This is an optimization exercise on Yosys and OpenROAD, whose aim is small area, a short achievable clock period and few clock cycles per item, not a production implementation. Only simulation tests tie the RTL to the original design; equivalence was not proved.

==> flow/design.v <==
module aes_sbox_a (
    input  wire [7:0]  a,
    output wire [7:0]  t,    
    output reg  [3:0]  di    
);
    function [3:0] gmul(input [3:0] p, input [3:0] q);
        reg [6:0] r;
        begin
            r = ({3'b0, p & {4{q[0]}}}) ^ ({2'b0, p & {4{q[1]}}, 1'b0}) ^
                ({1'b0, p & {4{q[2]}}, 2'b0}) ^ ({p & {4{q[3]}}, 3'b0});
            gmul = r[3:0] ^ {r[6:4], 1'b0} ^ {1'b0, r[6:4]};
        end
    endfunction
    assign t[0] = a[0] ^ a[5] ^ a[7];
    assign t[1] = a[2];
    assign t[2] = a[2] ^ a[3] ^ a[4] ^ a[5] ^ a[6] ^ a[7];
    assign t[3] = a[3] ^ a[4];
    assign t[4] = a[4] ^ a[5] ^ a[6];
    assign t[5] = a[1] ^ a[4] ^ a[6] ^ a[7];
    assign t[6] = a[2] ^ a[3] ^ a[5] ^ a[7];
    assign t[7] = a[5] ^ a[7];
    wire [3:0] ah = t[7:4], al = t[3:0];
    wire [3:0] ahl, alq;
    assign ahl[0] = ah[2];
    assign ahl[1] = ah[1] ^ ah[2] ^ ah[3];
    assign ahl[2] = ah[1];
    assign ahl[3] = ah[0] ^ ah[2] ^ ah[3];
    assign alq[0] = al[0] ^ al[2];
    assign alq[1] = al[2];
    assign alq[2] = al[1] ^ al[3];
    assign alq[3] = al[3];
    wire [3:0] d = ahl ^ alq ^ gmul(ah, al);
    always @(*) begin
        case (d)
            4'd0: di = 4'd0;
            4'd1: di = 4'd1;
            4'd2: di = 4'd9;
            4'd3: di = 4'd14;
            4'd4: di = 4'd13;
            4'd5: di = 4'd11;
            4'd6: di = 4'd7;
            4'd7: di = 4'd6;
            4'd8: di = 4'd15;
            4'd9: di = 4'd2;
            4'd10: di = 4'd12;
            4'd11: di = 4'd5;
            4'd12: di = 4'd10;
            4'd13: di = 4'd4;
            4'd14: di = 4'd3;
            4'd15: di = 4'd8;
            default: di = 4'd0;
        endcase
    end
endmodule
module aes_sbox_b (
    input  wire [7:0]  t,
    input  wire [3:0]  di,
    output wire [7:0]  y
);
    function [3:0] gmul(input [3:0] p, input [3:0] q);
        reg [6:0] r;
        begin
            r = ({3'b0, p & {4{q[0]}}}) ^ ({2'b0, p & {4{q[1]}}, 1'b0}) ^
                ({1'b0, p & {4{q[2]}}, 2'b0}) ^ ({p & {4{q[3]}}, 3'b0});
            gmul = r[3:0] ^ {r[6:4], 1'b0} ^ {1'b0, r[6:4]};
        end
    endfunction
    wire [3:0] ah = t[7:4], al = t[3:0];
    wire [7:0] v = {gmul(ah, di), gmul(ah ^ al, di)};
    assign y[0] = ~(v[0] ^ v[2] ^ v[6]);
    assign y[1] = ~(v[0] ^ v[1] ^ v[2] ^ v[3] ^ v[4] ^ v[5]);
    assign y[2] = (v[0] ^ v[3] ^ v[5] ^ v[6]);
    assign y[3] = (v[0] ^ v[2] ^ v[5]);
    assign y[4] = (v[0] ^ v[1] ^ v[3] ^ v[4] ^ v[5]);
    assign y[5] = ~(v[1] ^ v[2] ^ v[3] ^ v[5] ^ v[6] ^ v[7]);
    assign y[6] = ~(v[4] ^ v[6] ^ v[7]);
    assign y[7] = (v[1] ^ v[2]);
endmodule
module aes_keygen_a (
    input  wire [2:0]   mode,
    input  wire [255:0] win,
    output wire [31:0]  t,
    output wire [15:0]  di
);
    wire [31:0] w2 = win[191:160], w3 = win[159:128], w7 = win[31:0];
    wire [31:0] x   = (mode == 3'd2) ? (w2 ^ w3 ^ w7) : w7;
    wire [31:0] sin = (mode == 3'd5) ? x : {x[23:0], x[31:24]};
    genvar i;
    generate
        for (i = 0; i < 4; i = i + 1) begin : g_s
            aes_sbox_a u_s (.a(sin[31 - 8*i -: 8]), .t(t[31 - 8*i -: 8]), .di(di[15 - 4*i -: 4]));
        end
    endgenerate
endmodule
module aes_keygen_b (
    input  wire [2:0]   mode,
    input  wire [7:0]   rcon,
    input  wire [255:0] win,
    input  wire [31:0]  t,
    input  wire [15:0]  di,
    output wire [127:0] g
);
    wire [31:0] w0 = win[255:224], w1 = win[223:192], w2 = win[191:160], w3 = win[159:128];
    wire [31:0] w4 = win[127:96],  w5 = win[95:64],    w6 = win[63:32],   w7 = win[31:0];
    wire k128 = (mode == 3'd0);
    wire k192 = (mode == 3'd1) || (mode == 3'd2) || (mode == 3'd3);
    wire sub2 = (mode == 3'd2);
    wire none = (mode == 3'd3);
    wire [31:0] sout;
    genvar i;
    generate
        for (i = 0; i < 4; i = i + 1) begin : g_s
            aes_sbox_b u_s (.t(t[31 - 8*i -: 8]), .di(di[15 - 4*i -: 4]), .y(sout[31 - 8*i -: 8]));
        end
    endgenerate
    wire [31:0] s = sout ^ {(mode == 3'd5) ? 8'h00 : rcon, 24'h0};
    wire [31:0] b0 = k128 ? w4 : k192 ? w2 : w0;
    wire [31:0] b1 = k128 ? w5 : k192 ? w3 : w1;
    wire [31:0] b2 = k128 ? w6 : k192 ? w4 : w2;
    wire [31:0] b3 = k128 ? w7 : k192 ? w5 : w3;
    wire [31:0] p1 = b0 ^ b1;
    wire [31:0] g0 = b0 ^ (sub2 || none ? w7 : s);
    wire [31:0] g1 = p1 ^ (sub2 || none ? w7 : s);
    wire [31:0] g2 = sub2 ? (b2 ^ s) : (p1 ^ b2 ^ (none ? w7 : s));
    wire [31:0] g3 = sub2 ? (b2 ^ b3 ^ s) : (p1 ^ b2 ^ b3 ^ (none ? w7 : s));
    assign g = {g0, g1, g2, g3};
endmodule
module aes_round_unit (
    input  wire         clk,
    input  wire         rst,         
    input  wire         in_valid,
    output wire         in_ready,
    input  wire [1:0]   in_ksize,    
    input  wire [255:0] in_key,      
    input  wire [127:0] in_block,
    output wire         out_valid,
    input  wire         out_ready,
    output wire [127:0] out_block
);
    reg         s_busy, s_done, s_first;
    reg [1:0]   s_ksz, s_ph;
    reg [3:0]   s_left;
    reg [7:0]   s_rc;
    reg         p_busy, p_done, p_first;
    reg [1:0]   p_ksz, p_ph;
    reg [3:0]   p_left;
    reg [7:0]   p_rc;
    reg [127:0] st;              
    reg [255:0] ks;              
    reg [127:0] pt;              
    reg [63:0]  pd;              
    reg [255:0] kp;              
    reg [31:0]  pkt;             
    reg [15:0]  pkd;
    wire deliver_s = s_done && s_first && out_ready;
    wire deliver_p = p_done && p_first && out_ready;
    assign out_valid = (s_done && s_first) || (p_done && p_first);
    assign out_block = (s_done && s_first) ? st : pt;
    assign in_ready  = !p_busy && !p_done;
    wire accept = in_ready && in_valid;
    wire p_last = (p_left == 4'd0);
    function [2:0] kmode(input [1:0] ksz, input [1:0] ph);
        case (ksz)
            2'd0:    kmode = 3'd0;
            2'd1:    kmode = (ph == 2'd0) ? 3'd1 : (ph == 2'd1) ? 3'd2 : 3'd3;
            default: kmode = ph[0] ? 3'd5 : 3'd4;
        endcase
    endfunction
    function [7:0] xtime(input [7:0] b);
        xtime = {b[6:0], 1'b0} ^ (b[7] ? 8'h1b : 8'h00);
    endfunction
    function [31:0] mix_column(input [31:0] col);
        reg [7:0] a0, a1, a2, a3, t;
        begin
            {a0, a1, a2, a3} = col;
            t = a0 ^ a1 ^ a2 ^ a3;
            mix_column = {a0 ^ t ^ xtime(a0 ^ a1),
                          a1 ^ t ^ xtime(a1 ^ a2),
                          a2 ^ t ^ xtime(a2 ^ a3),
                          a3 ^ t ^ xtime(a3 ^ a0)};
        end
    endfunction
    wire [127:0] s_t;
    wire [63:0]  s_d;
    genvar i;
    generate
        for (i = 0; i < 16; i = i + 1) begin : g_sa
            aes_sbox_a u_sa (.a(st[127 - 8*i -: 8]), .t(s_t[127 - 8*i -: 8]), .di(s_d[63 - 4*i -: 4]));
        end
    endgenerate
    wire [31:0] s_kt;
    wire [15:0] s_kd;
    aes_keygen_a u_ka (.mode(kmode(s_ksz, s_ph)), .win(ks), .t(s_kt), .di(s_kd));
    wire [127:0] sb;
    generate
        for (i = 0; i < 16; i = i + 1) begin : g_sb
            aes_sbox_b u_sb (.t(pt[127 - 8*i -: 8]), .di(pd[63 - 4*i -: 4]), .y(sb[127 - 8*i -: 8]));
        end
    endgenerate
    wire [127:0] g;
    aes_keygen_b u_kb (.mode(kmode(p_ksz, p_ph)), .rcon(p_rc), .win(kp), .t(pkt), .di(pkd), .g(g));
    reg [127:0] rk;
    always @(*) begin
        case (p_ksz)
            2'd0:    rk = g;
            2'd1:    rk = {kp[63:0], g[127:64]};
            default: rk = kp[127:0];
        endcase
    end
    reg [127:0] sr;
    reg [127:0] mc;
    integer c, r;
    always @(*) begin
        for (c = 0; c < 4; c = c + 1)
            for (r = 0; r < 4; r = r + 1)
                sr[127 - 8*(4*c + r) -: 8] = sb[127 - 8*(4*((c + r) % 4) + r) -: 8];
        for (c = 0; c < 4; c = c + 1)
            mc[127 - 32*c -: 32] = mix_column(sr[127 - 32*c -: 32]);
    end
    wire [127:0] round_out = (p_last ? sr : mc) ^ rk;
    wire p_rc_used = (p_ksz == 2'd0) || (p_ksz == 2'd1 && p_ph != 2'd2) || (p_ksz[1] && !p_ph[0]);
    reg [255:0] win_init;
    always @(*) begin
        case (in_ksize)
            2'd0:    win_init = {in_key[127:0], in_key[255:128]};
            2'd1:    win_init = {in_key[63:0], in_key[255:64]};
            default: win_init = in_key;
        endcase
    end
    always @(posedge clk) begin
        if (p_busy) begin
            st <= round_out;
            ks <= {kp[127:0], g};
        end else begin
            st <= p_done ? pt : (in_block ^ in_key[255:128]);
            ks <= win_init;
        end
        if (p_busy) begin
            s_ksz  <= p_ksz;
            s_left <= p_left - 4'd1;
            s_ph   <= (p_ksz == 2'd1) ? ((p_ph == 2'd2) ? 2'd0 : p_ph + 2'd1) : {1'b0, ~p_ph[0]};
            s_rc   <= p_rc_used ? xtime(p_rc) : p_rc;
        end else begin
            s_ksz  <= in_ksize;
            s_left <= (in_ksize == 2'd0) ? 4'd9 : (in_ksize == 2'd1) ? 4'd11 : 4'd13;
            s_ph   <= 2'd0;
            s_rc   <= 8'h01;
        end
    end
    always @(posedge clk) begin
        pt     <= s_done ? st : s_t;
        pd     <= s_d;
        kp     <= ks;
        pkt    <= s_kt;
        pkd    <= s_kd;
        p_ksz  <= s_ksz;
        p_left <= s_left;
        p_ph   <= s_ph;
        p_rc   <= s_rc;
    end
    always @(posedge clk) begin
        if (rst) begin
            s_busy <= 1'b0;
            s_done <= 1'b0;
            p_busy <= 1'b0;
            p_done <= 1'b0;
        end else begin
            p_busy  <= s_busy;
            p_done  <= s_done && !deliver_s;
            p_first <= s_first || deliver_p;
            if (p_busy) begin
                s_busy  <= !p_last;
                s_done  <= p_last;
                s_first <= p_first || deliver_s;
            end else if (p_done) begin
                s_busy  <= 1'b0;
                s_done  <= !deliver_p;
                s_first <= p_first || deliver_s;
            end else begin
                s_busy  <= accept;
                s_done  <= 1'b0;
                s_first <= !(s_busy || (s_done && !deliver_s));
            end
        end
    end
endmodule
==> flow/run.sh <==
#!/bin/bash
# synth_recipe.tcl (not shown) runs the flow's synth.tcl, then flattens the netlist and writes it again
# the make line also repeats each setting of config.mk as NAME=value (left out here)
make -C /OpenROAD-flow-scripts/flow DESIGN_CONFIG=/design/flow/config.mk WORK_HOME=/design/flow/orfs CLKGATE_MAP_FILE= SYNTH_SCRIPT=/design/flow/synth_recipe.tcl finish
==> flow/config.mk <==
export PLATFORM = sky130hd
export DESIGN_NAME = aes_round_unit
export DESIGN_NICKNAME = aes_round_unit
export VERILOG_FILES = /design/flow/design.v
export SDC_FILE = /design/flow/constraint.sdc
export NUM_CORES = 4
export LEC_CHECK = 0
export CAP_MARGIN = 20
export CORE_MARGIN = 2
export CORE_UTILIZATION = 35
export PLACE_DENSITY = 0.45
export SETUP_SLACK_MARGIN = 5
export SLEW_MARGIN = 20
==> flow/constraint.sdc <==
create_clock -name core_clock -period 12.0 [get_ports {clk}]
set_input_delay 2.4000 -clock core_clock [delete_from_list [all_inputs] [get_ports {clk}]]
set_output_delay 2.4000 -clock core_clock [all_outputs]
set_load 0.01 [all_outputs]
==> summary.txt <==
- CTS Buffer Depth: 3
- Die Height: 494 µm
- Synth Net Count: 11273
- Finished Layout Cells: 13944
- Family with the most delay on the worst path: buffers and inverters
- IO Port Bufs: 519
- Die span in x: 494 µm
- Status: no timing/DRC/antenna violations
- Mapped Area: 0.0841 mm²
- Number of I/O pins: 520
- Die area: 0.244 mm²
- First DRT Iteration DRCs: 7289
- Initial core utilization: 0.353
- Site Rows: 179
- # DRC: 0
- Number of global-route vias before repair: 70527
- Max Cap Violations: 0
- Seq cells post-synth: 918
- Slew @ Worst Pin: 1.40 ns
- First-pass GRT wire length: 534000 µm
- Commonest cells in the synthesized netlist: nand2_1 (1480), xnor2_1 (1401), nor2_1 (1040), a21oi_1 (928), dfxtp_1 (916)
- Initial antenna violation count: 44
- P&R area growth vs syn: 13.6%
- Max Fanout on Critical Path: 81
- Post-route cell area: 0.0955 mm²
- Final hold viol count: 0
- Share of the yosys chip area belonging to registers: 0.219
- Final setup viols: 0
- GRT Resource Usage Total: 0.302
- Nets: 11186
- Core area: 0.238 mm²
- DR pass1 iterations: 6
- Synth top area share: 0.218
- Drt total wl: 384000 µm
- Hold crit path type: flop to flop
- Async SR Flop Fraction: 0
- Fin crit share: 0.520
- Via count: 76688
- CTS Sinks: 918
- Critical Path, Cell by Cell: nand2_4 -> buf_4 -> o21ai_0 -> clkdlybuf4s50_1
- Grt total ovfl: 0
- Cell taking the most area after synthesis: dfxtp_1
- Startpoint class of the critical path: flop
- Cts hold-fix bufs: 0
- Synth Instances: 10742
- Post-placement cell area: 0.0912 mm²
- CTS root buf: clkbuf_16
- Clk pin slew, worst setup/hold paths: 0.06 ns
- Setup_tns: 0 ns
- Critical Path Sink Type: primary output
- Buf/Inv on CP: 2
- WHS: 0.303 ns
- CP max stage cell: o21ai_0
- Mean Syn Cell Area: 7.83 µm²
- Primary FF master, synth: dfxtp_1
- Slowest stage delay, CP: 0.73 ns
- Netlist cell types: 95
- Most numerous cell in the Yosys netlist: nand2_1
- Minimum clock period: 6.23 ns
- HPWL after DPL: 302000 µm
- Post-DRT Antenna Nets: 0
- Setup bufs post-CTS: 0
- RSZ-0062 raised after global routing: false
- Critical Path RT: 9.60 ns
- Largest net degree at the start of global routing: 226
- WL per Instance: 27.5 µm
- Setup Skew: 0.0410 ns
- Worst Setup Path Type: flop to primary output
- Via density: 5.50
- Final slew viol count: 0
- Top post-synthesis cells by area: dfxtp_1 (22%), xnor2_1 (15%), mux2i_1 (7.8%)
- H-Tree Depth: 3
- Clk latency of the worst-skew pair: 0.82 ns
- Placed cell count: 13702
- Routability congestion estimate: 0.986
- TritonCTS buffer count: 116
- Synth warn: 3
- Share of cells above drive strength 1: 0.0557
- FMAX: 160 MHz
- CTS resizes: 0
- Critical Path AT: 3.83 ns
- Slew HR: 0.0583
- EDFF count, synth: 2
- CTS tree: built
-- worst reg2reg max path: stages, from the launching register on --
cell and delay [ns]:
dfxtp_1 0.44, nand4bb_4 0.11, buf_4 0.31, or3_1 0.45, a31oi_1 0.58, xnor2_1 0.48, clkinv_1 0.51, nand2b_1 0.25
a21oi_1 0.09, a21oi_1 0.18, xnor2_1 0.20, xnor3_1 0.38, xor2_1 0.46, inv_1 0.18, ha_1 0.34, inv_1 0.04
mux2_2 0.24, mux2_2 0.25
-- cells in the final DEF, fill, tap and decap left out, drive strengths merged, types with 20 or more instances in the layout --
cell	synthesis	final
nor2b	65	65
xor2	679	679
dfxtp	916	916
and2	20	20
xor3	47	47
clkinv	16	52
clkbuf	671	145
xnor2	1418	1418
o221ai	36	36
nand3b	21	21
a211oi	122	122
buf	193	142
o21ai	843	843
xnor3	214	214
a31oi	72	72
clkdlybuf4s50	0	517
ha	141	141
o22ai	57	57
a21oi	930	930
nor3	72	72
diode	0	24
nor2	1042	1042
or3	50	50
mux2	127	127
inv	154	157
mux2i	655	655
a221oi	46	46
nand3	56	56
a22oi	72	72
nor3b	39	39
o211ai	58	58
nand2b	61	61
o31ai	28	28
nand2	1481	1481
-- metrics by stage --
stage,setup slack (ns),utilization
floorplan,7.76,-
global placement,6.46,0.382
detailed placement,6.41,0.383
CTS,5.81,0.400
global route,5.66,0.401
finish,5.77,0.401
-- sequential cells by signal, indices dropped and copies added, names as in the netlist, 2 cells and up --
register / count
pkt: 32
pt: 128
pkd: 16
kp: 256
p_rc: 8
p_left: 4
ks: 256
s_ph: 2
s_ksz: 2
p_ksz: 2
p_ph: 2
st: 128
pd: 64
s_rc: 8
s_left: 4
-- kinds of logic (layout without fill, tap and decap cells) --
logic type      after synthesis  after routing  synth area share
compound gates             2499           2499             0.174
fa+ha+maj                   158            158            0.0230
xor+xnor                   2358           2358             0.291
mux                         800            800            0.0998
flops                       918            918             0.219
simple gates               2975           2975             0.146
other cells                   0             24                 0
buf+inv                    1034           1045            0.0473
-- cell type report --
type	count	area [µm²]
sequential	918	18400
inverter	170	646
fill	24515	143000
multi-input combinational	8790	61800
timing repair buffer	659	6360
clock inverter	71	1010
antenna	24	60.1
clock buffer	145	3210
tap	3167	3960
-- final timing paths --
check / end / cells after the start / start / slack [ns]
worst max register to register: pkd[3] / 17 / s_ph[0] / 6.39
worst max-delay path: out_block[42] / 4 / s_done / 5.77
worst min register to register: kp[225] / 0 / ks[225] / 0.30
worst min-delay path: kp[225] / 0 / ks[225] / 0.30
-- routing by layer --
layer / track usage / up-vias / part of all wire
li1: - / 36345 / -
met1: 0.400 / 37275 / 0.44
met2: 0.481 / 2604 / 0.45
met3: 0.0412 / 448 / 0.058
met4: 0.145 / 16 / 0.052
met5: 0 / - / 0.00028
Testbench counts, summed over its fixed seeds: cycles 16,104, items 1,224.

-- static timing again, ports no longer ideal --
The results above use ideal ports. As a check the final layout listed here was re-extracted and re-timed, cells and wires unchanged. Step 1 (the two cells are an assumption about what drives the block):
set clk [get_ports {clk}]
set_driving_cell -lib_cell sky130_fd_sc_hd__clkbuf_16 $clk
set_driving_cell -lib_cell sky130_fd_sc_hd__buf_2 [delete_from_list [all_inputs] $clk]
Step 2 moves the port delays by t, midway between the first and last clock arrival at a register: inputs arrive t later, outputs are due t later. That takes back most of the time a late clock gives input paths. Three values: ideal, step 1, step 2; two values: the first two.
t, ns: 0.897
setup slack, ns: 5.765 / 5.673 / 6.265
worst register clock-pin slew, ns: 0.08 / 0.08
After both steps this run still meets setup and hold. For this run, drivers alone change the setup slack by -0.092 ns; drivers and shift together by +0.500 ns.
